What follows belongs to an exercise in optimizing a design on an open flow for small area, a short achievable clock period and few clock cycles per item; a production flow would make more cautious choices. The RTL was checked by simulation tests, not by an equivalence proof against the original design. No activity file was given, so power comes from the tool's default toggle rates.

## constraint.sdc

```tcl
create_clock -name core_clock -period 13.0 [get_ports {clk}]
set_input_delay 2.6000 -clock core_clock [delete_from_list [all_inputs] [get_ports {clk}]]
set_output_delay 2.6000 -clock core_clock [all_outputs]
set_load 0.01 [all_outputs]
```

## design.v

```verilog
module flume_limit (
    input  wire        clk,
    input  wire        rst,             
    input  wire        in_valid,
    output wire        in_ready,
    input  wire [19:0] in_v_r,          
    input  wire [19:0] in_v_g,
    input  wire [19:0] in_v_b,
    input  wire [3:0]  in_tag,
    input  wire [15:0] in_master,       
    input  wire [19:0] in_ceil,         
    input  wire [19:0] in_fs,           
    input  wire [19:0] in_fg,           
    input  wire        in_emerg,        
    input  wire [19:0] in_elvl,         
    input  wire [19:0] in_pk,           
    input  wire [1:0]  in_sigma,        
    input  wire [15:0] in_d16,          
    output reg         out_valid,
    input  wire        out_ready,
    output wire [19:0] out_v_r,         
    output wire [19:0] out_v_g,
    output wire [19:0] out_v_b,
    output reg  [19:0] out_fs,          
    output reg         out_yield,       
    output reg  [19:0] out_m0,          
    output reg  [15:0] out_dpx          
);
    localparam [19:0] FULL = 20'hFFFFF;
    localparam S_IDLE = 0;
    localparam S_MUL = 1;
    localparam S_MAX = 2;
    localparam S_CDIV = 3;
    localparam S_FLOOR = 4;
    localparam S_SW0 = 5;
    localparam S_SDIV = 6;
    localparam S_SK = 7;
    localparam [1:0] MD_MST = 2'd0, MD_CEIL = 2'd1, MD_SW = 2'd2;
    reg [7:0]  st;
    reg [3:0]  cnt;
    reg [1:0]  mode;
    reg        cflag;           
    reg        nosw;            
    reg        lt;              
    reg [19:0] xr;              
    reg [19:0] hr;              
    reg [19:0] ov [0:2];        
    reg [19:0] rh [0:2];        
    assign out_v_r = ov[0];
    assign out_v_g = ov[1];
    assign out_v_b = ov[2];
    wire [19:0] in_v [0:2];
    assign in_v[0] = in_v_r;
    assign in_v[1] = in_v_g;
    assign in_v[2] = in_v_b;
    wire        start    = in_valid && (!out_valid || out_ready);
    wire [19:0] fs_e     = (in_emerg && in_elvl > in_fs) ? in_elvl : in_fs;
    wire        vz       = in_emerg && (in_tag != 4'hF);
    wire        domaster = (in_tag <= 4'd8) && !vz && (in_master != 16'hFFFF);
    wire [15:0] mfac     = in_master + {15'd0, in_master[15]};    
    wire [19:0] m01  = (ov[1] > ov[0]) ? ov[1] : ov[0];
    wire [19:0] mx   = (ov[2] > m01) ? ov[2] : m01;
    wire        yld  = out_fs > in_ceil;
    wire [19:0] cpr  = xr;                                 
    wire [19:0] cmx  = yld ? out_fs : in_ceil;
    wire        hit  = !cflag && (out_m0 > cpr);           
    wire        cf   = in_ceil < in_fg;
    wire        fsgt = cf ? yld : (out_fs > in_fg);        
    wire [19:0] flm  = fsgt ? out_fs : (cf ? in_ceil : in_fg);
    wire [19:0] flr  = hr;
    wire        gt0  = ov[0] > flr;
    wire        gt1  = ov[1] > flr;
    wire        gt2  = ov[2] > flr;
    wire [19:0] mfl  = (gt0 || gt1 || gt2) ? out_m0 : flr;    
    wire [19:0] upk  = (cpr < in_pk) ? cpr : in_pk;        
    wire [20:0] sa   = {1'b0, rh[0][19:0]} - {1'b0, out_m0};    
    wire [20:0] sb   = {1'b0, out_m0} - {1'b0, out_fs};         
    wire        pos  = !sa[20] && (sa[19:0] != 20'd0) && !sb[20] && (sb[19:0] != 20'd0);
    wire [19:0] dnum = (sa[19:0] < sb[19:0]) ? sa[19:0] : sb[19:0];
    wire        gtl  = !lt && out_dpx[1:0] > hr[1:0];        
    wire [15:0] dsel = gtl ? hr[15:0] : out_dpx;              
    wire [15:0] ksrc = st[S_SW0] ? in_d16 : dsel;
    wire        kneg = st[S_SW0] ? in_sigma[1] : hr[16];
    wire [16:0] kfac = kneg ? (17'h10000 - {1'b0, ksrc}) : (17'h10000 + {1'b0, ksrc});
    wire [24:0] mt [0:2];
    wire [20:0] dr1 [0:2];
    wire [20:0] dr2 [0:2];
    wire        dq1 [0:2];
    wire        dq2 [0:2];
    genvar g;
    generate for (g = 0; g < 3; g = g + 1) begin : ch
        assign mt[g] = {5'd0, rh[g]} + xr * ov[g][4:0];
        wire        nb1 = (st[S_SDIV]) ? 1'b0 : ov[g][19];
        wire        nb2 = (st[S_SDIV]) ? 1'b0 : ov[g][18];
        wire [20:0] t1  = {rh[g][19:0], nb1};
        wire [21:0] s1  = {1'b0, t1} - {2'b0, out_m0};
        assign dq1[g]   = !s1[21];
        wire [19:0] r1  = dq1[g] ? s1[19:0] : t1[19:0];
        wire [20:0] t2  = {r1, nb2};
        wire [21:0] s2  = {1'b0, t2} - {2'b0, out_m0};
        assign dq2[g]   = !s2[21];
        assign dr2[g]   = {1'b0, dq2[g] ? s2[19:0] : t2[19:0]};
        assign dr1[g]   = {1'b0, r1};
    end endgenerate
    wire [1:0]  qb    = {dq1[0], dq2[0]};
    wire [1:0]  pb    = out_dpx[1:0];
    wire [1:0]  db    = hr[5'd17 - {cnt[2:0], 1'b0} -: 2];
    wire        mlast = (cnt == 4'd3);
    assign in_ready = (st[S_FLOOR] && nosw && !cflag) || st[S_SW0];
    wire   done     = (st[S_FLOOR] && nosw && !hit) ||
                      (st[S_SW0] && !pos) ||
                      (st[S_MUL] && mode == MD_SW && mlast);
    integer i;
    always @(posedge clk) begin
        if (rst) begin
            st <= 8'd1 << S_IDLE;
            out_valid <= 1'b0;
        end else begin
            if (out_valid && out_ready)
                out_valid <= 1'b0;
            if (done)
                out_valid <= 1'b1;
            case (1'b1)
                st[S_IDLE]: if (start) begin
                    out_fs <= fs_e;
                    for (i = 0; i < 3; i = i + 1) begin
                        ov[i] <= vz ? 20'd0 : in_v[i];
                        rh[i] <= 20'h8000;
                    end
                    xr   <= {4'd0, mfac};
                    nosw <= !in_sigma[0] || (in_d16 == 16'd0);
                    mode <= MD_MST;
                    cnt  <= 4'd0;
                    st <= domaster ? (8'd1 << S_MUL) : (8'd1 << S_MAX);
                end
                st[S_MUL]: begin
                    cnt <= cnt + 4'd1;
                    for (i = 0; i < 3; i = i + 1) begin
                        rh[i] <= mt[i][24:5];
                        ov[i] <= {mt[i][4:0], ov[i][19:5]};
                    end
                    if (mlast) begin
                        cnt <= 4'd0;
                        case (mode)
                            MD_MST: begin
                                for (i = 0; i < 3; i = i + 1) ov[i] <= mt[i][20:1];
                                st <= 8'd1 << S_MAX;
                            end
                            MD_CEIL: st <= 8'd1 << S_CDIV;
                            default: begin
                                for (i = 0; i < 3; i = i + 1)
                                    ov[i] <= mt[i][21] ? FULL : mt[i][20:1];
                                st <= 8'd1 << S_IDLE;
                            end
                        endcase
                    end
                end
                st[S_MAX]: begin
                    out_m0    <= mx;
                    out_yield <= yld;
                    hr        <= flm;
                    cflag     <= 1'b0;
                    xr        <= cmx;
                    st <= 8'd1 << S_FLOOR;
                end
                st[S_CDIV]: begin
                    cnt <= cnt + 4'd1;
                    for (i = 0; i < 3; i = i + 1) begin
                        rh[i] <= dr2[i][19:0];
                        ov[i] <= {ov[i][17:0], dq1[i], dq2[i]};
                    end
                    if (cnt == 4'd9) begin
                        st <= 8'd1 << S_FLOOR;
                    end
                end
                st[S_FLOOR]: if (hit) begin
                    cflag <= 1'b1;
                    for (i = 0; i < 3; i = i + 1) rh[i] <= 20'd0;
                    mode  <= MD_CEIL;
                    cnt   <= 4'd0;
                    st <= 8'd1 << S_MUL;
                end else begin
                    ov[0]  <= gt0 ? ov[0] : flr;
                    ov[1]  <= gt1 ? ov[1] : flr;
                    ov[2]  <= gt2 ? ov[2] : flr;
                    out_m0 <= cflag ? cpr : mfl;
                    rh[0]  <= upk;
                    if (nosw) begin
                        out_dpx <= 16'd0;
                        st <= 8'd1 << S_IDLE;
                    end else begin
                        st <= 8'd1 << S_SW0;
                    end
                end
                st[S_SW0]: begin
                    cnt <= 4'd0;
                    lt  <= 1'b0;
                    hr  <= {3'd0, in_sigma[1], in_d16};
                    if (!pos) begin
                        out_dpx <= 16'd0;
                        st <= 8'd1 << S_IDLE;
                    end else begin
                        rh[0]   <= dnum;
                        rh[1]   <= 20'h8000;
                        rh[2]   <= 20'h8000;
                        xr      <= {3'd0, kfac};
                        out_dpx <= 16'd0;
                        st <= 8'd1 << S_SDIV;
                    end
                end
                st[S_SDIV]: begin
                    cnt     <= cnt + 4'd1;
                    rh[0]   <= dr2[0][19:0];
                    out_dpx <= {out_dpx[13:0], qb};
                    if (cnt != 4'd0 && !lt && pb > db) begin
                        out_dpx <= hr[15:0];
                        rh[0]   <= 20'h8000;
                        mode    <= MD_SW;
                        cnt     <= 4'd0;
                        st      <= 8'd1 << S_MUL;
                    end else begin
                        if (cnt != 4'd0 && pb < db) lt <= 1'b1;
                        if (cnt == 4'd7) st <= 8'd1 << S_SK;
                    end
                end
                st[S_SK]: begin
                    out_dpx <= dsel;
                    xr <= {3'd0, kfac};
                    for (i = 0; i < 3; i = i + 1) rh[i] <= 20'h8000;
                    mode <= MD_SW;
                    cnt  <= 4'd0;
                    st <= 8'd1 << S_MUL;
                end
                default: ;
            endcase
        end
    end
endmodule
```

## config.mk

```make
export PLATFORM = sky130hd
export DESIGN_NAME = flume_limit
export DESIGN_NICKNAME = flume_limit
export VERILOG_FILES = /design/flow/design.v
export SDC_FILE = /design/flow/constraint.sdc
export NUM_CORES = 4
export LEC_CHECK = 0
export ABC_AREA = 1
export CAP_MARGIN = 20
export CORE_MARGIN = 2
export CORE_UTILIZATION = 40
export CTS_BUF_LIST = sky130_fd_sc_hd__clkbuf_4 sky130_fd_sc_hd__clkbuf_8
export SLEW_MARGIN = 20
```

## standard.sh

```bash
#!/bin/bash
# synth_recipe.tcl (not shown) runs the flow's synth.tcl, then flattens the netlist and writes it again
# the make line also repeats each setting of config.mk as NAME=value (left out here)
make -C /OpenROAD-flow-scripts/flow DESIGN_CONFIG=/design/flow/config.mk WORK_HOME=/design/flow/orfs CLKGATE_MAP_FILE= SYNTH_SCRIPT=/design/flow/synth_recipe.tcl "${@:-finish}"
```

## flow/run.sh

```bash
#!/bin/bash
# Standard synthesis and layout; the only change is that the port buffers
# that global placement inserts are the smallest buffer cell.
set -euo pipefail
bash standard.sh synth > synth.log 2>&1
export BUFFER_PORTS_ARGS="-buffer_cell sky130_fd_sc_hd__buf_1"
bash standard.sh finish > layout.log 2>&1
```

==> results of run 1 <==
-- state kept, by name (all words and copies together) (netlist names) --
signal	flops
nosw	1
out_dpx	16
rh	60
mode	2
out_fs	20
out_valid	1
out_yield	1
cnt	4
lt	1
st	8
ov	60
cflag	1
out_m0	20
xr	20
hr	20
-- layout make-up --
class                   count  area, um2  share of cell area
clock buffers              62        791              0.0172
clock inverters            27        335             0.00729
multi-input cells        4634      30100               0.655
repair buffers            417       1930              0.0419
flip-flops and latches    235       6970               0.152
diodes                     11       27.5            0.000599
inverters                1091       4100              0.0891
well taps                1380       1730              0.0375
-- power by group through the flow --
stage	Clock, mW	Combinational (mW)	Sequential [mW]
2_1_floorplan	0	2.87	0.979
3_3_place_gp	0	4.36	1.04
3_5_place_dp	0	4.37	1.04
4_1_cts	0.975	4.41	1.02
5_1_grt	1.00	4.94	1.03
6_report	0.978	4.53	1.03
-- path summary, 6_finish.rpt --
check	slack, ns	endpoint	cells past startpoint	start
max reg2reg	7.05	rh[2][17]	30	st[6]
min	0.56	st[7]	2	st[7]
min reg2reg	0.56	st[7]	2	st[7]
max	7.05	rh[2][17]	30	st[6]
-- cells by family (layout without fill, tap and decap cells) --
family | after synthesis | after routing
compound gates | 1365 | 1365
xor+xnor | 142 | 142
flops | 235 | 235
fa+ha+maj | 736 | 736
buf+inv | 1302 | 1597
simple gates | 2391 | 2391
other cells | 0 | 11
-- Yosys cell counts (70+ instances only) --
| master | number | area (um2) |
|---|---|---|
| a21oi_1 | 508 | 2540 |
| fa_1 | 230 | 4600 |
| ha_1 | 506 | 6330 |
| xor2_1 | 70 | 613 |
| clkbuf_1 | 146 | 548 |
| nand4_1 | 83 | 519 |
| o211ai_1 | 83 | 623 |
| xnor2_1 | 72 | 631 |
| nand3_1 | 246 | 1230 |
| o21ai_0 | 443 | 2220 |
| edfxtp_1 | 226 | 6790 |
| nor2_1 | 337 | 1260 |
| inv_1 | 1079 | 4050 |
| nand2_1 | 1565 | 5870 |
-- layer usage --
layer,GRT usage,vias up,share of wire
met3,0.0908,525,0.11
li1,-,20900,-
met5,0.00488,-,0.00070
met4,0.185,12,0.058
met1,0.495,21900,0.41
met2,0.568,2548,0.42
-- placed cells by master (no fill, tap or decap), types with 15 or more instances in the layout --
cell type	netlist	final
a21oi_1	508	508
a221oi_1	34	34
a31oi_1	33	30
buf_1	17	321
buf_4	5	96
clkbuf_8	0	52
edfxtp_1	226	226
fa_1	230	230
ha_1	506	506
inv_1	1079	1075
nand2_1	1565	1563
nand3_1	246	244
nand3b_1	15	15
nand4_1	83	83
nor2_1	337	331
nor3_1	42	41
nor4_1	22	22
o211ai_1	83	83
o211ai_2	17	17
o21a_1	29	29
o21ai_0	443	442
o21ai_1	55	56
o21ai_2	17	17
o22ai_1	32	32
or2_2	24	24
xnor2_1	72	72
xor2_1	70	70
-- worst max-delay path, delay by kind of cell (launching register included) --
family / cells / cell delay [ns]
AND/OR/NAND/NOR: 16 / 1.93
adder cells (fa/ha/maj): 2 / 0.54
AO/OA/AOI/OAI: 4 / 0.67
buffers and inverters: 8 / 1.61
flip-flops: 1 / 0.85
==> impl_metrics.py, run 1 <==
metrics = {
    "placement": {
        "dpl_cell_area_um2": 44800,
        "hpwl_mm": 162,
        "gp_congestion": 1.04,
        "io_buffer_count": 321,
        "dp_cells": 7757,
        "dp_slack_ns": 6.78,
    },
    "worst_setup_path": {
        "max_stage_delay_ns": 0.85,
        "worst_setup_path_end_kind": "flip-flop",
        "path_class": "flip-flop to flip-flop",
        "cpMostUsedCell": "nand2_1",
        "worstPathArrival_ns": 6.34,
        "slowest_stage": "dfxtp_1",
        "cp_max_fo": 29,
        "worstPathRequired_ns": 13.39,
        "start_kind": "flip-flop",
    },
    "floorplan": {
        "num_rows": 118,
        "initial_core_util": 0.405,
        "ios": 322,
        "coreArea_um2": 104000,
        "dieArea_um2": 108000,
        "die_w_um": 328,
        "die-height_um": 328,
    },
    "synthesis": {
        "synth_flop_cell": "edfxtp_1",
        "ys_types": 75,
        "synth_cells": 6171,
        "synth_seq_cells": 235,
        "avgSynthCellArea_um2": 6.81,
        "async_reset_ff_frac": 0,
        "ys_seq_area_frac": 0.166,
        "ys_warn_count": 3,
        "yosys-mux-area-fraction": 0,
        "synth_top_family_by_area": "adder cells",
        "synth_fa_ha_area_frac": 0.260,
        "synth-xor-area-share": 0.0296,
        "synth_nets": 7110,
        "syn_area_um2": 42000,
        "synth-simple-area-share": 0.237,
        "synth_compound_area_frac": 0.188,
        "synth_edf_count": 226,
    },
    "finish": {
        "stdcell_area_um2": 46000,
        "area_delta_synth_final_pct": 9.47,
        "fillerInstances": 11100,
        "fin_nets": 7367,
        "final_layout_size_suffix_gt1_frac": 0.0479,
        "stdcell_count": 7857,
        "final_util": 0.443,
    },
    "timing": {
        "setup_tns_ns": 0,
        "fin_ws_ns": 7.05,
        "setup_viol": 0,
        "fin_skew_ns": 0.0781,
        "period_needed_ns": 5.95,
        "finalHoldViolations": 0,
        "drv_slew": 0,
        "whs_ns": 0.562,
        "fin_crit_sh": 0.458,
        "max_slew_margin": 0.225,
        "worst_pin_slew_ns": 1.15,
        "fmax_mhz": 168,
        "rsz0062_at_grt": "no",
    },
    "clock_tree": {
        "h-tree-depth": 2,
        "cts_buffers": 49,
        "cts_tree": "yes",
        "clkTransAtPathRegs_ns": 0.07,
        "clkLatencyLatePin_ns": 0.72,
        "cts_root_buf": "clkbuf_8",
        "clock-sinks": 235,
        "postCtsHoldBufs": 0,
        "post_cts_buffers": 0,
        "cts_buffer_depth": 3,
        "cts.repair.resized": 0,
    },
    "routing": {
        "wl_per_cell_um": 26.2,
        "drc": 0,
        "drtIter0Drc": 5342,
        "vias": 45800,
        "drt_pre_antenna_iters": 9,
        "routed_wl_mm": 206,
        "ant_nets": 0,
        "viasPerCell": 5.83,
    },
    "global_routing": {
        "grt_pass1_wl_mm": 294,
        "antenna_found_initial": 20,
        "grt.total_usage": 0.374,
        "grt_overflow": 0,
        "grt_pass1_vias": 43100,
        "grt_start_max_net_pins": 70,
    },
    "power": {
        "sw_frac_of_total": 0.573,
        "leakage_nw": 23.3,
        "p_comb_frac": 0.693,
        "clkPwrFrac": 0.149,
        "power.total_mw": 6.54,
        "ir_worst_vdd_mv": 0.122,
        "p_sw_mw": 3.75,
        "powerDensity_nw_per_um2": 142,
        "power_frac_seq": 0.157,
        "p_int_mw": 2.79,
    },
    "worst_hold_path": {
        "hp-class": "flip-flop to flip-flop",
    },
    "job": {
        "cap_violations": 0,
    },
    "status": {
        "status": "finished clean",
    },
}
Testbench counts, summed over its fixed seeds: cycles 86,586, pixels 9,000.
==> inputs of run 2 (changes only) <==
==> flow/run.sh (replaced) <==
#!/bin/bash
# Standard synthesis and layout. Changes: the port buffers that global
# placement inserts are the smallest buffer cell, and timing repair aims for
# setup slack of 7.2 ns (the clock period is unchanged).
set -euo pipefail
bash standard.sh synth > synth.log 2>&1
export BUFFER_PORTS_ARGS="-buffer_cell sky130_fd_sc_hd__buf_1"
export SETUP_SLACK_MARGIN=7.2
bash standard.sh finish > layout.log 2>&1
==> impl_metrics.py, run 2 <==
metrics = {
    "routing": {
        "vias": 45900,
        "drt_pre_antenna_iters": 8,
        "viasPerCell": 5.84,
        "ant_nets": 0,
        "drtIter0Drc": 5404,
        "routed_wl_mm": 207,
        "wl_per_cell_um": 26.3,
        "drc": 0,
    },
    "power": {
        "p_int_mw": 2.80,
        "sw_frac_of_total": 0.573,
        "power_frac_seq": 0.157,
        "ir_worst_vdd_mv": 0.126,
        "p_comb_frac": 0.695,
        "powerDensity_nw_per_um2": 142,
        "clkPwrFrac": 0.149,
        "p_sw_mw": 3.76,
        "leakage_nw": 23.3,
    },
    "timing": {
        "setup_tns_ns": 0,
        "setup_viol": 0,
        "max_slew_margin": 0.225,
        "fin_skew_ns": 0.0714,
        "period_needed_ns": 5.61,
        "rsz0062_at_grt": "no",
        "fmax_mhz": 178,
        "worst_pin_slew_ns": 1.15,
        "fin_ws_ns": 7.39,
        "finalHoldViolations": 0,
        "fin_crit_sh": 0.431,
        "drv_slew": 0,
    },
    "synthesis": {
        "ys_top_cells_by_area": "edfxtp_1 16%, ha_1 15%, nand2_1 14%",
        "synth_common_cells": "1565 x nand2_1, 1079 x inv_1, 508 x a21oi_1",
        "synth_flop_cell": "edfxtp_1",
        "ys_warn_count": 3,
        "synth_seq_cells": 235,
        "avgSynthCellArea_um2": 6.81,
        "synth_cells": 6171,
        "synth_top_area_frac": 0.162,
        "async_reset_ff_frac": 0,
        "synth.most_common_cell": "nand2_1",
        "ys_types": 75,
        "yosys.area.top_type": "edfxtp_1",
        "synth_nets": 7110,
        "syn_area_um2": 42000,
        "ys_seq_area_frac": 0.166,
        "synth_edf_count": 226,
    },
    "floorplan": {
        "initial_core_util": 0.405,
        "num_rows": 118,
        "dieArea_um2": 108000,
        "die_w_um": 328,
        "die-height_um": 328,
        "ios": 322,
        "coreArea_um2": 104000,
    },
    "worst_setup_path": {
        "worstPathArrival_ns": 6.00,
        "worst_setup_path_end_kind": "flip-flop",
        "crit_end": "out_m0[16]",
        "r2r-start": "ov[0][15]",
        "r2r_end": "out_m0[16]",
        "rrSetupSlack_ns": 7.39,
        "path_class": "flip-flop to flip-flop",
        "critPathLaunch": "ov[0][15]",
        "start_kind": "flip-flop",
        "cp_max_fo": 40,
        "worstPathRequired_ns": 13.39,
        "rr_worst_depth": 20,
    },
    "clock_tree": {
        "h-tree-depth": 2,
        "cts_buffer_depth": 3,
        "clkLatencyLatePin_ns": 0.72,
        "postCtsHoldBufs": 0,
        "cts_root_buf": "clkbuf_8",
        "clock-sinks": 235,
        "clkTransAtPathRegs_ns": 0.07,
        "cts_buffers": 49,
        "cts_tree": "yes",
    },
    "placement": {
        "io_buffer_count": 321,
        "dp_slack_ns": 6.78,
        "hpwl_mm": 162,
        "gp_congestion": 1.04,
    },
    "finish": {
        "area_delta_synth_final_pct": 10.0,
        "reg_top3": "ov (60), rh (60)",
        "final_common_cell": "nand2_1",
        "fin_nets": 7384,
        "final_layout_size_suffix_gt1_frac": 0.0524,
        "fillerInstances": 11100,
        "final_cell_mix": "1561 x nand2_1, 1068 x inv_1, 508 x a21oi_1, 506 x ha_1, 436 x o21ai_0",
    },
    "global_routing": {
        "grt_overflow": 0,
        "grt_start_max_net_pins": 70,
        "grt_pass1_wl_mm": 294,
        "antenna_found_initial": 20,
        "grt.total_usage": 0.374,
        "grt_pass1_vias": 43100,
    },
    "status": {
        "status": "finished clean",
    },
    "job": {
        "cap_violations": 0,
    },
    "worst_hold_path": {
        "hp-class": "flip-flop to flip-flop",
    },
}
==> run 2: cell counts after synthesis <==
No cell type changed its count.
==> run 2: routing by layer <==
metal	part of all wire	track usage
met5	0.00076	0.00488
met4	0.060	0.185
met3	0.11	0.0908
met2	0.42	0.568
met1	0.41	0.495
==> run 2: logic make-up after synthesis <==
kind of cell    count (synthesis)  synth area share
simple gates                 2391             0.237
compound gates               1365             0.188
buf+inv                      1302             0.120
fa+ha+maj                     736             0.260
flops                         235             0.166
xor+xnor                      142            0.0296
==> run 2: worst min path at each step <==
| stage | slack [ns] | depth (start not counted) | start | end |
|---|---|---|---|---|
| after floorplan | 0.50 | 2 | st[7] | st[7] |
| after global placement | 0.52 | 2 | st[7] | st[7] |
| after detailed placement | 0.53 | 2 | st[7] | st[7] |
| after CTS | 0.55 | 2 | st[7] | st[7] |
| after global routing | 0.58 | 2 | st[7] | st[7] |
| final | 0.56 | 2 | st[7] | st[7] |
==> run 2: power by group through the flow <==
stage,registers (mW),clock network [mW],logic (mW)
after CTS,1.02,0.975,4.41
final,1.03,0.976,4.56
after global placement,1.04,0,4.36
after floorplan,0.979,0,2.87
after detailed placement,1.04,0,4.37
after global routing,1.02,1.00,4.96
==> run 2: through the flow <==
| step | utilization | hold slack, ns | power (mW) | cell area, um2 | std cells |
|---|---|---|---|---|---|
| CTS | 0.443 | 0.545 | 6.41 | 46000 | 7846 |
| detailed placement | 0.432 | 0.528 | 5.41 | 44800 | 7757 |
| finish | 0.445 | 0.556 | 6.56 | 46200 | 7871 |
| global placement | 0.432 | 0.523 | 5.40 | 44800 | 7757 |
| global route | 0.445 | 0.583 | 6.99 | 46200 | 7867 |
| floorplan | - | 0.499 | 3.85 | 42000 | 6171 |
==> run 2: cell type report <==
class                           instances  area, um2  area share
Multi-Input combinational cell       4634      30200       0.653
Sequential cell                       235       6970       0.151
Inverter                             1091       4120      0.0892
Timing Repair Buffer                  432       2080      0.0450
Tap cell                             1380       1730      0.0374
Clock buffer                           62        791      0.0171
Clock inverter                         27        335     0.00726
Antenna cell                            8       20.0    0.000433
Timing Repair inverter                  2       15.0    0.000325
==> run 2: timing repair <==
item	in CTS	in global routing
hold endpoints to repair	0	0
setup buffers	0	15
endpoints found under the setup margin	20	89
gates resized for setup	6	24
cloned	0	2
pin swaps	0	1
==> run 2: critical path: stages (launching register included) <==
cell and delay, ns:
edfxtp_1 0.51, inv_1 0.22, ha_1 0.34, nand2_1 0.05, inv_1 0.08, nand3_1 0.07, nor2_1 0.22, nor4b_2 0.36
nand2_1 0.08, nand3_1 0.13, nand2_4 0.25, o21ai_0 0.63, ha_1 0.26, nand4_1 0.12, nor3_1 0.25, nor4b_1 0.47
nand2_1 0.11, nand3_1 0.14, nand2_2 0.40, o211ai_1 0.45, nand2_1 0.13
==> inputs of run 3 (changes only) <==
--- a/design.v
+++ b/design.v
@@ -44,2 +44,3 @@
     reg        lt;              
+    wire       sdv = st[S_SDIV];
     reg [19:0] xr;              
@@ -92,4 +93,5 @@
         assign mt[g] = {5'd0, rh[g]} + xr * ov[g][4:0];
-        wire        nb1 = (st[S_SDIV]) ? 1'b0 : ov[g][19];
-        wire        nb2 = (st[S_SDIV]) ? 1'b0 : ov[g][18];
+        wire        zsh = (g == 0) && sdv;
+        wire        nb1 = zsh ? 1'b0 : ov[g][19];
+        wire        nb2 = zsh ? 1'b0 : ov[g][18];
         wire [20:0] t1  = {rh[g][19:0], nb1};
==> flow/run.sh (replaced) <==
#!/bin/bash
# Standard synthesis and layout. Changes: the port buffers that global
# placement inserts are the smallest buffer cell, and timing repair aims for
# setup slack of 7.9 ns (the clock period is unchanged).
set -euo pipefail
bash standard.sh synth > synth.log 2>&1
export BUFFER_PORTS_ARGS="-buffer_cell sky130_fd_sc_hd__buf_1"
export SETUP_SLACK_MARGIN=7.9
bash standard.sh finish > layout.log 2>&1
==> impl_metrics.py, run 3 <==
metrics = {
    "status": {
        "status": "finished clean",
    },
    "power": {
        "power.total_mw": 6.50,
        "ir_worst_vdd_mv": 0.131,
        "powerDensity_nw_per_um2": 136,
        "leakage_nw": 23.8,
    },
    "timing": {
        "whs_ns": 0.558,
        "fin_crit_sh": 0.391,
        "finalHoldViolations": 0,
        "fin_skew_ns": 0.0720,
        "worst_pin_slew_ns": 1.12,
        "setup_tns_ns": 0,
        "fmax_mhz": 197,
        "setup_viol": 0,
        "period_needed_ns": 5.09,
        "rsz0062_at_grt": "yes",
        "max_slew_margin": 0.250,
        "drv_slew": 0,
    },
    "synthesis": {
        "synth_top_area_frac": 0.161,
        "synth_cells": 6187,
        "synth_seq_cells": 235,
        "async_reset_ff_frac": 0,
        "yosys.area.top_type": "edfxtp_1",
        "ys_types": 74,
        "synth.most_common_cell": "nand2_1",
        "synth_common_cells": "1491 x nand2_1, 1097 x inv_1, 517 x a21oi_1",
        "ys_warn_count": 3,
        "synth_flop_cell": "edfxtp_1",
        "synth_edf_count": 226,
        "syn_area_um2": 42100,
        "avgSynthCellArea_um2": 6.80,
        "ys_seq_area_frac": 0.166,
        "ys_top_cells_by_area": "edfxtp_1 16%, ha_1 15%, nand2_1 13%",
        "synth_nets": 7126,
    },
    "finish": {
        "fin_nets": 7476,
        "fillerInstances": 11000,
        "final_common_cell": "nand2_1",
        "final_cell_mix": "1479 x nand2_1, 1072 x inv_1, 502 x ha_1, 501 x a21oi_1, 468 x o21ai_0",
        "final_layout_size_suffix_gt1_frac": 0.0758,
        "reg_top3": "ov (60), rh (60)",
        "area_delta_synth_final_pct": 13.3,
        "final_util": 0.458,
    },
    "routing": {
        "drt_pre_antenna_iters": 8,
        "ant_nets": 0,
        "viasPerCell": 5.83,
        "vias": 46500,
        "drtIter0Drc": 6199,
        "routed_wl_mm": 205,
        "drc": 0,
        "wl_per_cell_um": 25.7,
    },
    "worst_setup_path": {
        "start_kind": "flip-flop",
        "cp_max_fo": 22,
        "worstPathRequired_ns": 13.44,
        "worstPathArrival_ns": 5.53,
        "worst_setup_path_end_kind": "flip-flop",
        "path_class": "flip-flop to flip-flop",
    },
    "global_routing": {
        "grt_overflow": 0,
        "grt_pass1_wl_mm": 292,
        "grt_start_max_net_pins": 85,
        "grt.total_usage": 0.369,
        "grt_pass1_vias": 43300,
        "antenna_found_initial": 20,
    },
    "placement": {
        "hpwl_mm": 157,
        "gp_congestion": 1.07,
        "io_buffer_count": 321,
    },
    "floorplan": {
        "num_rows": 118,
        "coreArea_um2": 104000,
        "die_w_um": 328,
        "initial_core_util": 0.405,
        "die-height_um": 328,
        "dieArea_um2": 108000,
        "ios": 322,
    },
    "clock_tree": {
        "h-tree-depth": 2,
        "cts_buffers": 50,
        "clkTransAtPathRegs_ns": 0.06,
        "clkLatencyLatePin_ns": 0.73,
        "clock-sinks": 235,
        "postCtsHoldBufs": 0,
        "cts_tree": "yes",
        "cts_root_buf": "clkbuf_8",
        "cts_buffer_depth": 3,
    },
    "worst_hold_path": {
        "hp-class": "flip-flop to flip-flop",
    },
    "job": {
        "cap_violations": 0,
    },
}
## run 3: cell count changes after synthesis, moves of 9 or more
cell,change
nor2_1,-13
o21ai_0,+72
o21ai_1,-10
nor3_1,+11
o211ai_2,-17
nand2_1,-74
inv_1,+18
a21oi_1,+9
buf_2,+10
nand3b_1,+9
a21o_1,+10
## run 3: cell families (layout without fill, tap and decap cells)
group,Yosys count,after routing,synth area share
XOR/XNOR,136,136,0.0283
flip-flops,235,235,0.166
buffers and inverters,1328,1706,0.121
other,0,17,0
AND/OR/NAND/NOR,2328,2336,0.233
adder cells (fa/ha/maj),736,736,0.260
AO/OA/AOI/OAI,1424,1424,0.192
## run 3: path summary, 6_finish.rpt
check                 start    endpoint  slack [ns]  depth (start not counted)
setup / recovery  ov[1][17]  out_m0[11]        7.91                         18
hold / removal        st[7]       st[7]        0.56                          2
setup reg to reg  ov[1][17]  out_m0[11]        7.91                         18
hold reg to reg       st[7]       st[7]        0.56                          2
## run 3: layout make-up
| cell class | instances | area (um2) | area share |
|---|---|---|---|
| multi-input cells | 4632 | 30700 | 0.645 |
| flip-flops and latches | 235 | 6970 | 0.146 |
| inverters | 1115 | 4280 | 0.0898 |
| repair buffers | 500 | 2890 | 0.0607 |
| well taps | 1380 | 1730 | 0.0362 |
| clock buffers | 68 | 842 | 0.0177 |
| clock inverters | 20 | 155 | 0.00326 |
| diodes | 17 | 42.5 | 0.000893 |
| repair inverters | 3 | 20.0 | 0.000420 |
## run 3: critical path, cell delays in order, from the launching register on
cell	delay, ns
edfxtp_1	0.61
ha_1	0.40
nand4_1	0.13
nor2_1	0.23
nor4b_4	0.31
nand2_1	0.11
nand3_2	0.23
nand2_4	0.21
o21ai_1	0.45
inv_1	0.09
ha_1	0.33
nand4_1	0.11
nor3_1	0.30
inv_1	0.06
o21ai_0	0.28
nand2_4	0.23
clkinvlp_4	0.26
nor2_1	0.07
o21ai_0	0.38
## run 3: power breakdown
part	total (mW)	switching, mW	internal [mW]
sequential	1.02	0.109	0.906
combinational	4.61	3.14	1.47
clock	0.874	0.414	0.459
## run 3: timing repair
action	CTS	global route
cloned	5	6
endpoints found under the setup margin	210	152
resized for setup	93	128
endpoints found under the hold margin	0	0
pin swaps	5	15
setup buffers	62	51
## run 3: stage by stage
stage	std cells	setup slack, ns	instance area, um2
floorplan	6187	8.05	42100
global placement	7740	6.57	44600
detailed placement	7740	6.51	44600
CTS	7895	7.91	46700
global route	7964	7.85	47600
finish	7970	7.91	47600
## run 3: per-layer routing
layer  global-route usage  vias to the layer above  routed length, um
met4                0.207                       12              13900
met5                    0                        -                 65
met2                0.544                     2771              84800
met1                0.492                    22000              81100
li1                     -                    21200                  -
met3               0.0897                      549              24800
Testbench counts of run 3, summed over its fixed seeds: cycles 86,586, pixels 9,000.
==> inputs of run 4 (changes only) <==
--- a/design.v
+++ b/design.v
@@ -29,12 +29,11 @@
     localparam [19:0] FULL = 20'hFFFFF;
-    localparam S_IDLE = 0;
-    localparam S_MUL = 1;
-    localparam S_MAX = 2;
-    localparam S_CDIV = 3;
-    localparam S_FLOOR = 4;
-    localparam S_SW0 = 5;
-    localparam S_SDIV = 6;
-    localparam S_SK = 7;
+    localparam S_IDLE  = 0;     
+    localparam S_MUL   = 1;     
+    localparam S_CDIV  = 2;     
+    localparam S_FLOOR = 3;     
+    localparam S_SW0   = 4;     
+    localparam S_SDIV  = 5;     
+    localparam S_SK    = 6;     
     localparam [1:0] MD_MST = 2'd0, MD_CEIL = 2'd1, MD_SW = 2'd2;
-    reg [7:0]  st;
+    reg [6:0]  st;
     reg [3:0]  cnt;
@@ -57,3 +56,10 @@
     wire        start    = in_valid && (!out_valid || out_ready);
-    wire [19:0] fs_e     = (in_emerg && in_elvl > in_fs) ? in_elvl : in_fs;
+    wire        eraise   = in_emerg && (in_elvl > in_fs);
+    wire [19:0] fs_e     = eraise ? in_elvl : in_fs;                   
+    wire        yld      = eraise ? (in_elvl > in_ceil) : (in_fs > in_ceil);
+    wire [19:0] cpi      = yld ? fs_e : in_ceil;                       
+    wire        cf       = in_ceil < in_fg;
+    wire        fsgfg    = eraise ? (in_elvl > in_fg) : (in_fs > in_fg);
+    wire        fsgt     = cf ? yld : fsgfg;                           
+    wire [19:0] flm      = fsgt ? fs_e : (cf ? in_ceil : in_fg);
     wire        vz       = in_emerg && (in_tag != 4'hF);
@@ -63,9 +69,4 @@
     wire [19:0] mx   = (ov[2] > m01) ? ov[2] : m01;
-    wire        yld  = out_fs > in_ceil;
     wire [19:0] cpr  = xr;                                 
-    wire [19:0] cmx  = yld ? out_fs : in_ceil;
-    wire        hit  = !cflag && (out_m0 > cpr);           
-    wire        cf   = in_ceil < in_fg;
-    wire        fsgt = cf ? yld : (out_fs > in_fg);        
-    wire [19:0] flm  = fsgt ? out_fs : (cf ? in_ceil : in_fg);
+    wire        hit  = !cflag && ((ov[0] > cpr) || (ov[1] > cpr) || (ov[2] > cpr));   
     wire [19:0] flr  = hr;
@@ -74,3 +75,3 @@
     wire        gt2  = ov[2] > flr;
-    wire [19:0] mfl  = (gt0 || gt1 || gt2) ? out_m0 : flr;    
+    wire [19:0] mfl  = (gt0 || gt1 || gt2) ? mx : flr;        
     wire [19:0] upk  = (cpr < in_pk) ? cpr : in_pk;        
@@ -117,3 +118,3 @@
         if (rst) begin
-            st <= 8'd1 << S_IDLE;
+            st <= 7'd1 << S_IDLE;
             out_valid <= 1'b0;
@@ -126,3 +127,6 @@
                 st[S_IDLE]: if (start) begin
-                    out_fs <= fs_e;
+                    out_fs    <= fs_e;
+                    out_yield <= yld;
+                    hr        <= flm;
+                    cflag     <= 1'b0;
                     for (i = 0; i < 3; i = i + 1) begin
@@ -131,3 +135,2 @@
                     end
-                    xr   <= {4'd0, mfac};
                     nosw <= !in_sigma[0] || (in_d16 == 16'd0);
@@ -135,3 +138,10 @@
                     cnt  <= 4'd0;
-                    st <= domaster ? (8'd1 << S_MUL) : (8'd1 << S_MAX);
+                    if (domaster) begin
+                        xr     <= {4'd0, mfac};
+                        out_m0 <= cpi;
+                        st     <= 7'd1 << S_MUL;
+                    end else begin
+                        xr     <= cpi;
+                        st     <= 7'd1 << S_FLOOR;
+                    end
                 end
@@ -148,5 +158,6 @@
                                 for (i = 0; i < 3; i = i + 1) ov[i] <= mt[i][20:1];
-                                st <= 8'd1 << S_MAX;
+                                xr <= out_m0;      
+                                st <= 7'd1 << S_FLOOR;
                             end
-                            MD_CEIL: st <= 8'd1 << S_CDIV;
+                            MD_CEIL: st <= 7'd1 << S_CDIV;
                             default: begin
@@ -154,3 +165,3 @@
                                     ov[i] <= mt[i][21] ? FULL : mt[i][20:1];
-                                st <= 8'd1 << S_IDLE;
+                                st <= 7'd1 << S_IDLE;
                             end
@@ -158,10 +169,2 @@
                     end
-                end
-                st[S_MAX]: begin
-                    out_m0    <= mx;
-                    out_yield <= yld;
-                    hr        <= flm;
-                    cflag     <= 1'b0;
-                    xr        <= cmx;
-                    st <= 8'd1 << S_FLOOR;
                 end
@@ -174,3 +177,3 @@
                     if (cnt == 4'd9) begin
-                        st <= 8'd1 << S_FLOOR;
+                        st <= 7'd1 << S_FLOOR;
                     end
@@ -178,3 +181,4 @@
                 st[S_FLOOR]: if (hit) begin
-                    cflag <= 1'b1;
+                    cflag  <= 1'b1;
+                    out_m0 <= mx;                  
                     for (i = 0; i < 3; i = i + 1) rh[i] <= 20'd0;
@@ -182,3 +186,3 @@
                     cnt   <= 4'd0;
-                    st <= 8'd1 << S_MUL;
+                    st <= 7'd1 << S_MUL;
                 end else begin
@@ -191,5 +195,5 @@
                         out_dpx <= 16'd0;
-                        st <= 8'd1 << S_IDLE;
-                    end else begin
-                        st <= 8'd1 << S_SW0;
+                        st <= 7'd1 << S_IDLE;
+                    end else begin
+                        st <= 7'd1 << S_SW0;
                     end
@@ -202,3 +206,3 @@
                         out_dpx <= 16'd0;
-                        st <= 8'd1 << S_IDLE;
+                        st <= 7'd1 << S_IDLE;
                     end else begin
@@ -209,3 +213,3 @@
                         out_dpx <= 16'd0;
-                        st <= 8'd1 << S_SDIV;
+                        st <= 7'd1 << S_SDIV;
                     end
@@ -221,6 +225,6 @@
                         cnt     <= 4'd0;
-                        st      <= 8'd1 << S_MUL;
+                        st      <= 7'd1 << S_MUL;
                     end else begin
                         if (cnt != 4'd0 && pb < db) lt <= 1'b1;
-                        if (cnt == 4'd7) st <= 8'd1 << S_SK;
+                        if (cnt == 4'd7) st <= 7'd1 << S_SK;
                     end
@@ -233,3 +237,3 @@
                     cnt  <= 4'd0;
-                    st <= 8'd1 << S_MUL;
+                    st <= 7'd1 << S_MUL;
                 end
==> flow/run.sh (replaced) <==
#!/bin/bash
# Standard synthesis and layout; the only change is that the port buffers
# that global placement inserts are the smallest buffer cell.
set -euo pipefail
bash standard.sh synth > synth.log 2>&1
export BUFFER_PORTS_ARGS="-buffer_cell sky130_fd_sc_hd__buf_1"
bash standard.sh finish > layout.log 2>&1
==> impl_metrics.py, run 4 <==
metrics = {
    "power": {
        "leakage_nw": 24.7,
        "power.total_mw": 7.38,
        "powerDensity_nw_per_um2": 151,
        "ir_worst_vdd_mv": 0.0976,
    },
    "job": {
        "cap_violations": 0,
    },
    "clock_tree": {
        "clkTransAtPathRegs_ns": 0.07,
        "cts_root_buf": "clkbuf_8",
        "clock-sinks": 234,
        "postCtsHoldBufs": 0,
        "cts_buffers": 49,
        "post_cts_buffers": 0,
        "h-tree-depth": 2,
        "cts_buffer_depth": 3,
        "cts_tree": "yes",
        "clkLatencyLatePin_ns": 0.71,
        "cts.repair.resized": 0,
    },
    "worst_hold_path": {
        "min_from": "nosw",
        "hp-class": "flip-flop to flip-flop",
    },
    "synthesis": {
        "syn_area_um2": 44800,
        "avgSynthCellArea_um2": 6.77,
        "synth_nets": 7659,
        "ys_seq_area_frac": 0.155,
        "synth_common_cells": "1688 x nand2_1, 1100 x inv_1, 601 x ha_1",
        "synth_cells": 6625,
        "yosys.area.top_type": "ha_1",
        "ys_top_cells_by_area": "ha_1 17%, edfxtp_1 15%, nand2_1 14%",
        "synth_top_area_frac": 0.168,
        "synth.most_common_cell": "nand2_1",
        "ys_warn_count": 3,
        "synth_flop_cell": "edfxtp_1",
        "async_reset_ff_frac": 0,
        "synth_seq_cells": 234,
        "ys_types": 74,
        "synth_edf_count": 226,
    },
    "floorplan": {
        "die_w_um": 339,
        "dieArea_um2": 115000,
        "die-height_um": 339,
        "initial_core_util": 0.404,
        "ios": 322,
        "coreArea_um2": 111000,
        "num_rows": 122,
    },
    "worst_setup_path": {
        "cpMostUsedCell": "nand2_1",
        "cp_max_fo": 40,
        "path_buf_inv": 4,
        "r2r-start": "ov[0][19]",
        "start_kind": "flip-flop",
        "slowest_stage": "edfxtp_1",
        "worstPathCellList": "inv_1 -> ha_1 -> nand2_1 -> nor2_1 -> inv_1 -> nor4_1 -> nand3b_1 -> buf_4 -> nand2_1 -> nand2_1 -> and2_1 -> ha_1 -> nand2_1 -> inv_1 -> nand3_1 -> nor4_1 -> nand2_1 -> nand4_1 -> nand2_2 -> o21ai_0 -> nand3_1 -> nand2_1 -> nand2_1",
        "max_stage_delay_ns": 0.85,
        "worstPathRequired_ns": 13.42,
        "worstPathArrival_ns": 6.74,
        "crit_family": "simple AND/OR/NAND/NOR gates",
        "critPathLaunch": "ov[0][19]",
        "worst_setup_path_end_kind": "flip-flop",
        "path_class": "flip-flop to flip-flop",
    },
    "finish": {
        "final_common_cell": "nand2_1",
        "fillerInstances": 11800,
        "reg_top3": "ov (60), rh (60)",
        "regArea_um2": 6950,
        "multi_input_area_um2": 32800,
        "area_delta_synth_final_pct": 9.05,
        "fin_nets": 7912,
        "final_util": 0.441,
        "final_layout_size_suffix_gt1_frac": 0.0416,
        "final_cell_mix": "1687 x nand2_1, 1099 x inv_1, 601 x ha_1, 488 x a21oi_1, 458 x o21ai_0",
    },
    "routing": {
        "met3_length_mm": 26.0,
        "vias": 49300,
        "routed_wl_mm": 220,
        "m1WireLength_mm": 89.6,
        "drtIter0Drc": 6192,
        "wl_met2_mm": 91.9,
        "dr.max_layer_used": "met5",
        "drt_pre_antenna_iters": 7,
        "wl_per_cell_um": 26.2,
        "ant_nets": 0,
        "viasPerCell": 5.85,
        "drc": 0,
    },
    "status": {
        "status": "finished clean",
    },
    "placement": {
        "dp_slack_ns": 6.60,
        "hpwl_mm": 176,
        "io_buffer_count": 321,
        "gp_congestion": 1.03,
    },
    "timing": {
        "finalHoldViolations": 0,
        "fin_skew_ns": 0.0518,
        "setup_tns_ns": 0,
        "fin_ws_ns": 6.68,
        "whs_ns": 0.576,
        "setup_viol": 0,
        "fin_crit_sh": 0.486,
        "fmax_mhz": 158,
        "drv_slew": 0,
        "rsz0062_at_grt": "no",
        "max_slew_margin": 0.213,
        "period_needed_ns": 6.32,
        "worst_pin_slew_ns": 1.17,
    },
    "global_routing": {
        "antenna_found_initial": 22,
        "grt_pass1_wl_mm": 316,
        "grt_overflow": 0,
        "grt.total_usage": 0.373,
        "grt_pass1_vias": 46500,
        "grt_start_max_net_pins": 68,
    },
}
==> run 4: logic make-up after synthesis <==
logic type               share of synthesized area
AND/OR/NAND/NOR                              0.254
AO/OA/AOI/OAI                                0.174
buffers and inverters                        0.116
adder cells (fa/ha/maj)                      0.270
flip-flops                                   0.155
XOR/XNOR                                    0.0299
multiplexers                              0.000502
==> run 4: worst register-to-register path: stages (launching register included) <==
cell and delay, ns:
edfxtp_1 0.85, inv_1 0.18, ha_1 0.34, nand2_1 0.06, nor2_1 0.16, inv_1 0.08
nor4_1 0.37, nand3b_1 0.15, buf_4 0.25, nand2_1 0.71, nand2_1 0.14, and2_1 0.19
ha_1 0.29, nand2_1 0.05, inv_1 0.09, nand3_1 0.18, nor4_1 0.42, nand2_1 0.14
nand4_1 0.13, nand2_2 0.40, o21ai_0 0.56, nand3_1 0.13, nand2_1 0.11, nand2_1 0.08
==> run 4: where the power goes <==
part	leakage [nW]	switching, mW	internal, mW
Clock	0.562	0.420	0.517
Combinational	21.9	3.68	1.69
Sequential	2.20	0.141	0.928
Total	24.7	4.24	3.13
==> run 4: cell type report <==
| cell class | instances | share of cell area |
|---|---|---|
| multi-input cells | 5052 | 0.670 |
| flip-flops and latches | 234 | 0.142 |
| inverters | 1115 | 0.0856 |
| repair buffers | 426 | 0.0409 |
| well taps | 1488 | 0.0381 |
| clock buffers | 67 | 0.0169 |
| clock inverters | 22 | 0.00532 |
| diodes | 12 | 0.000614 |
==> run 4: final timing paths <==
path | to | slack (ns) | depth (start not counted)
worst max-delay path | out_m0[1] | 6.68 | 23
worst min-delay path | st[0] | 0.58 | 2
worst max register to register | out_m0[1] | 6.68 | 23
worst min register to register | st[0] | 0.58 | 2
==> run 4: through the flow <==
step           area (um2)  instances
2_1_floorplan       44800       6625
3_3_place_gp        47700       8314
3_5_place_dp        47800       8315
4_1_cts             48900       8404
5_1_grt             48900       8411
6_report            48900       8416
==> run 4: metal layers <==
metal | track usage | vias to the layer above
met5 | 0 | -
met4 | 0.181 | 10
met3 | 0.0908 | 496
met2 | 0.558 | 2905
met1 | 0.501 | 23300
li1 | - | 22500
Testbench counts of run 4, summed over its fixed seeds: cycles 77,586, pixels 9,000.
==> inputs of run 5 (changes only) <==
==> flow/run.sh (replaced) <==
#!/bin/bash
# Standard synthesis and layout. Changes: the port buffers that global
# placement inserts are the smallest buffer cell, and timing repair aims for
# setup slack of 7.9 ns (the clock period is unchanged).
set -euo pipefail
bash standard.sh synth > synth.log 2>&1
export BUFFER_PORTS_ARGS="-buffer_cell sky130_fd_sc_hd__buf_1"
export SETUP_SLACK_MARGIN=7.9
bash standard.sh finish > layout.log 2>&1
==> impl_metrics.py, run 5 <==
metrics = {
    "floorplan": {
        "ios": 322,
        "initial_core_util": 0.404,
        "dieArea_um2": 115000,
        "die_w_um": 339,
        "num_rows": 122,
        "coreArea_um2": 111000,
        "die-height_um": 339,
    },
    "placement": {
        "io_buffer_count": 321,
        "dp_cells": 8315,
        "hpwl_mm": 178,
        "gp_congestion": 1.06,
    },
    "worst_setup_path": {
        "worstPathArrival_ns": 2.55,
        "crit_family": "compound AO/OA/AOI/OAI gates",
        "worst_setup_path_end_kind": "output port",
        "slowest_stage": "o31ai_1",
        "rr_worst_depth": 17,
        "path_class": "flip-flop to output port",
        "rrSetupSlack_ns": 8.02,
        "worstPathRequired_ns": 10.40,
        "worstPathCellList": "inv_1 -> o31ai_1 -> buf_1",
        "start_kind": "flip-flop",
        "max_stage_delay_ns": 0.66,
        "r2r-start": "xr[3]",
        "r2r_end": "ov[0][10]",
        "path_buf_inv": 2,
        "cp_max_fo": 12,
    },
    "power": {
        "power_frac_seq": 0.133,
        "powerDensity_nw_per_um2": 154,
        "p_int_mw": 3.38,
        "p_comb_frac": 0.752,
        "ir_worst_vdd_mv": 0.114,
        "sw_frac_of_total": 0.570,
        "power.total_mw": 7.85,
        "p_sw_mw": 4.47,
        "clkPwrFrac": 0.115,
        "leakage_nw": 25.5,
    },
    "synthesis": {
        "synth_top_area_frac": 0.168,
        "synth_flop_cell": "edfxtp_1",
        "synth_nets": 7659,
        "synth_seq_cells": 234,
        "synth.most_common_cell": "nand2_1",
        "ys_seq_area_frac": 0.155,
        "syn_area_um2": 44800,
        "synth_cells": 6625,
        "yosys.area.top_type": "ha_1",
        "avgSynthCellArea_um2": 6.77,
        "ys_top_cells_by_area": "ha_1 17%, edfxtp_1 15%, nand2_1 14%",
        "ys_warn_count": 3,
        "synth_common_cells": "1688 x nand2_1, 1100 x inv_1, 601 x ha_1",
        "synth_edf_count": 226,
        "async_reset_ff_frac": 0,
        "ys_types": 74,
    },
    "timing": {
        "setup_viol": 0,
        "setup_tns_ns": 0,
        "fin_skew_ns": 0.0496,
        "max_slew_margin": 0.343,
        "rsz0062_at_grt": "yes",
        "worst_pin_slew_ns": 0.982,
        "finalHoldViolations": 0,
        "fmax_mhz": 194,
        "fin_crit_sh": 0.396,
        "drv_slew": 0,
        "whs_ns": 0.613,
        "period_needed_ns": 5.15,
    },
    "finish": {
        "final_layout_size_suffix_gt1_frac": 0.0764,
        "stdcell_count": 8530,
        "final_util": 0.459,
        "area_delta_synth_final_pct": 13.7,
        "reg_top3": "ov (60), rh (60)",
        "fin_nets": 8030,
        "final_common_cell": "nand2_1",
        "final_cell_mix": "1672 x nand2_1, 1082 x inv_1, 589 x ha_1, 461 x a21oi_1, 413 x o21ai_0",
    },
    "status": {
        "status": "finished clean",
    },
    "clock_tree": {
        "clkTransAtPathRegs_ns": 0.07,
        "postCtsHoldBufs": 0,
        "cts_tree": "yes",
        "clock-sinks": 234,
        "cts_buffers": 50,
        "cts_root_buf": "clkbuf_8",
        "clkLatencyLatePin_ns": 0.75,
        "h-tree-depth": 2,
        "cts_buffer_depth": 3,
    },
    "global_routing": {
        "grt_start_max_net_pins": 67,
        "antenna_found_initial": 19,
        "grt_overflow": 0,
        "grt_pass1_wl_mm": 322,
        "grt.total_usage": 0.382,
        "grt_pass1_vias": 46400,
    },
    "worst_hold_path": {
        "hp-class": "flip-flop to flip-flop",
        "min_from": "nosw",
        "whs_endpoint": "st[0]",
        "holdPathStages": 2,
    },
    "job": {
        "cap_violations": 0,
    },
    "routing": {
        "viasPerCell": 5.87,
        "drc": 0,
        "vias": 50100,
        "ant_nets": 0,
        "routed_wl_mm": 228,
        "drtIter0Drc": 6581,
        "drt_pre_antenna_iters": 6,
        "wl_per_cell_um": 26.7,
    },
}
-- run 5: cell counts after synthesis --
Identical to the previous run, type by type.
-- run 5: tightest hold or removal path, delay by kind of cell (launching register included) --
family	cells	cell delay, ns
AND/OR/NAND/NOR	2	0.16
flip-flops	1	0.42
-- run 5: worst max path at each step --
stage	from	endpoint	slack [ns]	cells after the start
6_report	st[3]	in_ready	7.85	3
5_1_grt	out_m0[16]	rh[2][17]	7.82	28
4_1_cts	out_m0[12]	rh[0][17]	7.89	24
3_5_place_dp	in_fs[14]	hr[17]	6.73	16
3_3_place_gp	ov[0][19]	out_m0[7]	6.60	22
2_1_floorplan	rst	nosw	8.19	2
-- run 5: cell type report --
cell class / instances / area [um2]
Antenna cell: 9 / 22.5
Clock buffer: 58 / 748
Clock inverter: 31 / 264
Fill cell: 11700 / 60000
Inverter: 1115 / 4250
Multi-Input combinational cell: 5065 / 33600
Sequential cell: 234 / 6950
Tap cell: 1488 / 1860
Timing Repair Buffer: 529 / 3200
Timing Repair inverter: 1 / 5.00
-- run 5: metal layers --
layer,part of all wire,GRT usage,vias up
met5,0.00032,0,-
met4,0.063,0.192,14
met3,0.13,0.116,619
met2,0.41,0.558,2984
met1,0.40,0.509,23700
li1,-,-,22800
-- run 5: stage by stage --
stage / cell area, um2 / setup WS (ns)
final: 51000 / 7.85
after global routing: 50900 / 7.82
after CTS: 49600 / 7.89
after detailed placement: 47800 / 6.73
after global placement: 47700 / 6.60
after floorplan: 44800 / 8.19
-- run 5: cells by family after synthesis --
family / Yosys count / synth area share
and+or+nand+nor: 2699 / 0.254
AOI/OAI and AO/OA: 1368 / 0.174
xor gates and xnor gates: 153 / 0.0299
buffers and inverters: 1339 / 0.116
DFF: 234 / 0.155
adders and majority gates: 831 / 0.270
muxes: 1 / 0.000502
-- run 5: what timing repair did --
item / 4_1_cts / 5_1_grt
gates resized for setup: 84 / 222
buffers inserted: 54 / 44
gates cloned: 9 / 8
setup endpoints to repair: 237 / 232
pin swaps: 5 / 34
-- run 5: power by group through the flow --
stage	clock network [mW]	logic [mW]	registers (mW)
floorplan	0	3.61	1.01
global placement	0	5.17	1.07
detailed placement	0	5.20	1.07
CTS	0.884	5.44	1.04
global route	0.914	6.46	1.04
finish	0.899	5.90	1.04
==> inputs of run 6 (changes only) <==
==> flow/run.sh (replaced) <==
#!/bin/bash
# Standard synthesis and layout. Changes: the port buffers that global
# placement inserts are the smallest buffer cell, and timing repair aims for
# setup slack of 8.5 ns (the clock period is unchanged).
set -euo pipefail
bash standard.sh synth > synth.log 2>&1
export BUFFER_PORTS_ARGS="-buffer_cell sky130_fd_sc_hd__buf_1"
export SETUP_SLACK_MARGIN=8.5
bash standard.sh finish > layout.log 2>&1
==> impl_metrics.py, run 6 <==
metrics = {
    "clock_tree": {
        "clock-sinks": 234,
        "cts_tree": "yes",
        "cts_buffers": 49,
        "postCtsHoldBufs": 0,
        "h-tree-depth": 2,
        "clkTransAtPathRegs_ns": 0.06,
        "cts_root_buf": "clkbuf_8",
        "clkLatencyLatePin_ns": 0.75,
        "cts_buffer_depth": 3,
    },
    "routing": {
        "viasPerCell": 6.08,
        "vias": 55200,
        "drt_pre_antenna_iters": 7,
        "routed_wl_mm": 256,
        "ant_nets": 0,
        "drtIter0Drc": 7515,
        "drc": 0,
        "wl_per_cell_um": 28.3,
    },
    "floorplan": {
        "ios": 322,
        "coreArea_um2": 111000,
        "dieArea_um2": 115000,
        "die_w_um": 339,
        "initial_core_util": 0.404,
        "die-height_um": 339,
        "num_rows": 122,
    },
    "placement": {
        "hpwl_mm": 183,
        "io_buffer_count": 321,
        "gp_congestion": 1.06,
        "dp_slack_ns": 6.51,
    },
    "timing": {
        "period_needed_ns": 4.79,
        "whs_ns": 0.625,
        "drv_slew": 0,
        "max_slew_margin": 0.170,
        "fin_crit_sh": 0.369,
        "fmax_mhz": 209,
        "fin_ws_ns": 8.21,
        "setup_viol": 0,
        "rsz0062_at_grt": "yes",
        "worst_pin_slew_ns": 1.24,
        "setup_tns_ns": 0,
        "finalHoldViolations": 0,
        "fin_skew_ns": 0.0575,
    },
    "worst_setup_path": {
        "path_class": "flip-flop to flip-flop",
        "max_stage_delay_ns": 0.44,
        "worstPathArrival_ns": 5.23,
        "worst_setup_path_end_kind": "flip-flop",
        "rrSetupSlack_ns": 8.21,
        "start_kind": "flip-flop",
        "worstPathRequired_ns": 13.44,
        "cp_max_fo": 6,
        "slowest_stage": "edfxtp_1",
        "cpMostUsedCell": "nand2_1",
    },
    "finish": {
        "fillerInstances": 10400,
        "multi_input_area_um2": 39600,
        "regArea_um2": 6960,
        "fin_nets": 8569,
        "final_layout_size_suffix_gt1_frac": 0.266,
        "final_common_cell": "nand2_1",
        "final_cell_mix": "1489 x nand2_1, 970 x inv_1, 543 x buf_4, 441 x ha_1, 351 x a21oi_1",
        "reg_top3": "ov (60), rh (60)",
        "area_delta_synth_final_pct": 38.9,
    },
    "synthesis": {
        "synth_edf_count": 226,
        "synth_common_cells": "1688 x nand2_1, 1100 x inv_1, 601 x ha_1",
        "synth_flop_cell": "edfxtp_1",
        "synth_cells": 6625,
        "synth.most_common_cell": "nand2_1",
        "synth_top_area_frac": 0.168,
        "ys_seq_area_frac": 0.155,
        "synth_nets": 7659,
        "ys_types": 74,
        "syn_area_um2": 44800,
        "synth_seq_cells": 234,
        "ys_top_cells_by_area": "ha_1 17%, edfxtp_1 15%, nand2_1 14%",
        "ys_warn_count": 3,
        "async_reset_ff_frac": 0,
        "yosys.area.top_type": "ha_1",
        "avgSynthCellArea_um2": 6.77,
    },
    "global_routing": {
        "grt_start_max_net_pins": 64,
        "grt_pass1_wl_mm": 344,
        "grt_pass1_vias": 49700,
        "grt.total_usage": 0.409,
        "antenna_found_initial": 22,
        "grt_overflow": 0,
    },
    "power": {
        "clkPwrFrac": 0.081,
        "leakage_nw": 29.6,
        "powerDensity_nw_per_um2": 182,
        "p_sw_mw": 6.20,
        "p_comb_frac": 0.828,
        "ir_worst_vdd_mv": 0.160,
        "power_frac_seq": 0.091,
        "p_int_mw": 5.12,
        "sw_frac_of_total": 0.548,
    },
    "status": {
        "status": "finished clean",
    },
    "worst_hold_path": {
        "hp-class": "flip-flop to flip-flop",
    },
    "job": {
        "cap_violations": 0,
    },
}
run 6: power by group through the flow:
stage / sequential [mW] / combinational, mW / clock (mW)
after floorplan: 1.01 / 3.62 / 0
after global placement: 1.10 / 5.27 / 0
after detailed placement: 1.10 / 5.27 / 0
after CTS: 1.03 / 7.16 / 0.904
after global routing: 1.03 / 9.86 / 0.931
final: 1.03 / 9.38 / 0.914
run 6: critical path, delay by kind of cell, from the launching register on:
kind            cells  cell delay [ns]
flops               1             0.44
compound gates      5             0.76
simple gates       18             1.90
buf+inv             6             0.95
fa+ha+maj           2             0.49
run 6: per-stage QoR:
step,utilization,power [mW],instance area (um2),instances
4_1_cts,0.500,9.09,55500,8740
3_5_place_dp,0.431,6.36,47800,8308
6_report,0.561,11.3,62300,9072
2_1_floorplan,-,4.64,45000,6625
5_1_grt,0.561,11.8,62300,9066
3_3_place_gp,0.431,6.37,47800,8308
run 6: kinds of logic after synthesis:
family	share of synthesized area
buf+inv	0.116
flops	0.155
simple gates	0.254
mux	0.000502
fa+ha+maj	0.270
compound gates	0.174
xor+xnor	0.0299
run 6: area by class of cell:
| type | count | area share |
|---|---|---|
| Inverter | 1115 | 0.0699 |
| Timing Repair inverter | 7 | 0.000824 |
| Antenna cell | 10 | 0.000402 |
| Clock inverter | 33 | 0.00444 |
| Multi-Input combinational cell | 5086 | 0.636 |
| Timing Repair Buffer | 1042 | 0.135 |
| Tap cell | 1488 | 0.0299 |
| Clock buffer | 57 | 0.0123 |
| Sequential cell | 234 | 0.112 |
run 6: final timing paths:
check	depth (start not counted)	to	from
setup / recovery	31	rh[2][10]	out_m0[4]
hold / removal	2	st[0]	nosw
setup reg to reg	31	rh[2][10]	out_m0[4]
hold reg to reg	2	st[0]	nosw
run 6: repair_timing:
item | CTS | global route
resized for setup | 821 | 1010
pin swaps | 202 | 415
setup endpoints to repair | 373 | 349
buffers inserted | 305 | 300
cloned | 37 | 22
run 6: routing by layer:
| layer | track usage | vias to the layer above | wire, um |
|---|---|---|---|
| li1 | - | 23900 | - |
| met1 | 0.543 | 26200 | 97500 |
| met2 | 0.572 | 4022 | 102000 |
| met3 | 0.138 | 947 | 37700 |
| met4 | 0.236 | 18 | 19200 |
| met5 | 0 | - | 161 |

==> what the ideal ports hide <==
No port has a modelled driver above. Below, the same layouts with a new extraction and two added sets of constraints.
Step 1 (the two cells are an assumption about what drives the block):
set clk [get_ports {clk}]
set_driving_cell -lib_cell sky130_fd_sc_hd__clkbuf_16 $clk
set_driving_cell -lib_cell sky130_fd_sc_hd__buf_2 [delete_from_list [all_inputs] $clk]
Step 2 also shifts input and output timing later by t, the mid clock arrival at the registers, as if the neighbouring blocks saw the same clock.
Three values: no drivers, after step 1, after step 2; two values: the first two.
run | t (ns) | setup slack, ns | slew at the worst register clock pin (ns)
run 1 | 0.752 | 7.050 / 7.050 / 7.036 | 0.07 / 0.07
run 2 | 0.750 | 7.394 / 7.394 / 7.050 | 0.07 / 0.07
run 3 | 0.769 | 7.912 / 7.912 / 7.254 | 0.07 / 0.07
run 4 | 0.751 | 6.679 / 6.679 / 6.569 | 0.08 / 0.08
run 5 | 0.805 | 7.853 / 7.777 / 7.221 | 0.08 / 0.08
run 6 | 0.795 | 8.205 / 8.205 / 7.742 | 0.08 / 0.08
After both steps setup and hold are still met in every run listed. For run 3, which loses most, drivers alone change the setup slack by 0.000 ns; drivers and shift together by -0.658 ns.
